This is an optimization exercise on Yosys and OpenROAD, whose aim is small area, a short achievable clock period and few clock cycles per item, not a production implementation. Only simulation tests tie the RTL to the original design; equivalence was not proved. Power and IR drop assume default switching activity.

==> branch xenon: inputs <==
==> flow/design.v (excerpt) <==
module hiker_xu (
    input  wire        clk,
    input  wire        rst,           
    input  wire        in_valid,
    output wire        in_ready,
    input  wire [31:0] in_instr,
    input  wire [31:0] in_a,          
    input  wire [31:0] in_b,          
    input  wire [3:0]  in_flags,      
    output reg         out_valid,
    output reg  [31:0] out_result,
    output reg         out_wen,
    output reg  [3:0]  out_rd,
    output wire [3:0]  out_flags,
    output reg         out_illegal,
    output reg         out_divide
);
clock: 11.0 ns
lec_check: 0
abc_area: 1
cap_margin: 20
core_margin: 2
core_utilization: 45
slew_margin: 20
standard.sh (not shown) runs the stock make flow with config.mk's settings and CLKGATE_MAP_FILE= SYNTH_SCRIPT=/design/flow/synth_recipe.tcl, a recipe that flattens the netlist after the stock synthesis.
==> flow/flow/run.sh <==
#!/bin/bash
# Layout flow: the standard ORFS flow (standard.sh: the standard
# synthesis, floorplan, power grid, placement, CTS and routing), with timing
# repair aimed at a tighter period than the 11 ns clock:
set -euo pipefail
export SETUP_SLACK_MARGIN=7
bash standard.sh floorplan > flow_floorplan.log 2>&1
export SETUP_SLACK_MARGIN=6.5
export TNS_END_PERCENT=0
bash standard.sh > flow_finish.log 2>&1
==> branch delta (differences from branch xenon) <==
--- a/flow/design.v
+++ b/flow/design.v
@@ -951,16 +951,15 @@
     wire       lz_ge2 = !lz_gap[6] && (lz_gap[5:1] != 5'd0);
     wire       q0_f   = (pa1 == pb1) ? lz_ge1 : pa1 ? lz_ge2 : !lz_gap[6];
     wire q0_now   = v1 && div1 && in_mag && q0_f;
     assign go     = !hold || q0_now;
     wire s2_done  = v1 && go;
     always @(posedge clk) begin
-        acc_c[63:32] <= mstep_c[63:32];
         if (v1 && mul1 && m_step) begin
             acc_s <= mstep_s;
-            acc_c[31:0] <= mstep_c[31:0];
+            acc_c <= mstep_c;
             first <= 1'b0;
             oh_m  <= {1'b0, oh_m[3:1]};
             if (m_last) begin
                 a1 <= mstep_s[31:0];
                 b1 <= mstep_c[31:0];
             end
==> branch tundra (differences from branch xenon) <==
--- a/flow/design.v
+++ b/flow/design.v
@@ -951,16 +951,15 @@
     wire       lz_ge2 = !lz_gap[6] && (lz_gap[5:1] != 5'd0);
     wire       q0_f   = (pa1 == pb1) ? lz_ge1 : pa1 ? lz_ge2 : !lz_gap[6];
     wire q0_now   = v1 && div1 && in_mag && q0_f;
     assign go     = !hold || q0_now;
     wire s2_done  = v1 && go;
     always @(posedge clk) begin
-        acc_c[63:32] <= mstep_c[63:32];
         if (v1 && mul1 && m_step) begin
             acc_s <= mstep_s;
-            acc_c[31:0] <= mstep_c[31:0];
+            acc_c <= mstep_c;
             first <= 1'b0;
             oh_m  <= {1'b0, oh_m[3:1]};
             if (m_last) begin
                 a1 <= mstep_s[31:0];
                 b1 <= mstep_c[31:0];
             end
==> flow/run.sh (new file) <==
#!/bin/bash
# synth_recipe.tcl (not shown) runs the flow's synth.tcl, then flattens the netlist and writes it again
# the make line also repeats each setting of config.mk as NAME=value (left out here)
make -C /OpenROAD-flow-scripts/flow DESIGN_CONFIG=/design/flow/config.mk WORK_HOME=/design/flow/orfs CLKGATE_MAP_FILE= SYNTH_SCRIPT=/design/flow/synth_recipe.tcl finish
Settings changed: CORE_UTILIZATION 45 to 40, SETUP_SLACK_MARGIN set to 5.
removed: flow/flow/run.sh
removed: flow/standard.sh
==> comparison table <==
item	branch delta	branch xenon	branch tundra
Run status	timing/DRC/antenna clean	timing/DRC/antenna clean	timing/DRC/antenna clean
Arithmetic-cell share of the synthesized area counting full adders, half adders and majority gates	17.0%	17.1%	17.0%
Antenna cell count	9	11	3
Worst slack, placed	3.83 ns	3.49 ns	3.88 ns
Net switching component of the power	0.00266 W	0.00313 W	0.00271 W
Slew of the pin with the lowest slew margin	1.26 ns	1.46 ns	1.26 ns
Fraction of layout cells with a size suffix above 1	11.8%	13.1%	5.79%
Clock buffers and inverters, area share	3.19%	2.98%	3.30%
Routability Congestion	1.08	1.09	1.05
Pin count of the biggest net entering global routing	69	81	69
Top-area cell type share of the netlist area	13.1%	11.5%	13.1%
Internal power contribution	0.00338 W	0.00345 W	0.00326 W
Post-route design area	46100 um2	46300 um2	43700 um2
Testbench counts of branch xenon, summed over its fixed seeds: cycles 76,920, items 32,000.
Testbench counts of branch delta, summed over its fixed seeds: cycles 76,920, items 32,000.
Testbench counts of branch tundra, summed over its fixed seeds: cycles 76,920, items 32,000.

## re-timing with driven ports
The results above use ideal ports. As a check the final layouts listed here were re-extracted and re-timed, cells and wires unchanged.
Step 1: set_driving_cell puts a clkbuf_16 on clk and a buf_2 on each other input, an assumption about the parent block.
Step 2, shift: input delay + t, output delay - t, t = (earliest + latest rising clock arrival at the registers) / 2. This alone moves slack from input paths to output paths.
Slacks: ideal / step 1 / step 2; pairs: ideal / step 1.
| run | shift t [ns] | slack for setup (ns) | hold WS [ns] | worst setup path after step 2 | cell pins on the clock port's net |
|---|---|---|---|---|---|
| branch xenon | 0.698 | 5.452 / 5.452 / 5.113 | 0.337 / 0.337 / 0.337 | input to register | 1 |
| branch delta | 0.696 | 5.804 / 5.804 / 5.384 | 0.339 / 0.339 / 0.339 | input to register | 1 |
| branch tundra | 0.705 | 4.989 / 4.989 / 4.412 | 0.329 / 0.329 / 0.329 | input to register | 1 |
After both steps every run listed still meets setup and hold. The setup slack of branch tundra, which loses most, moves by 0.000 ns with the drivers and by -0.577 ns with both steps.
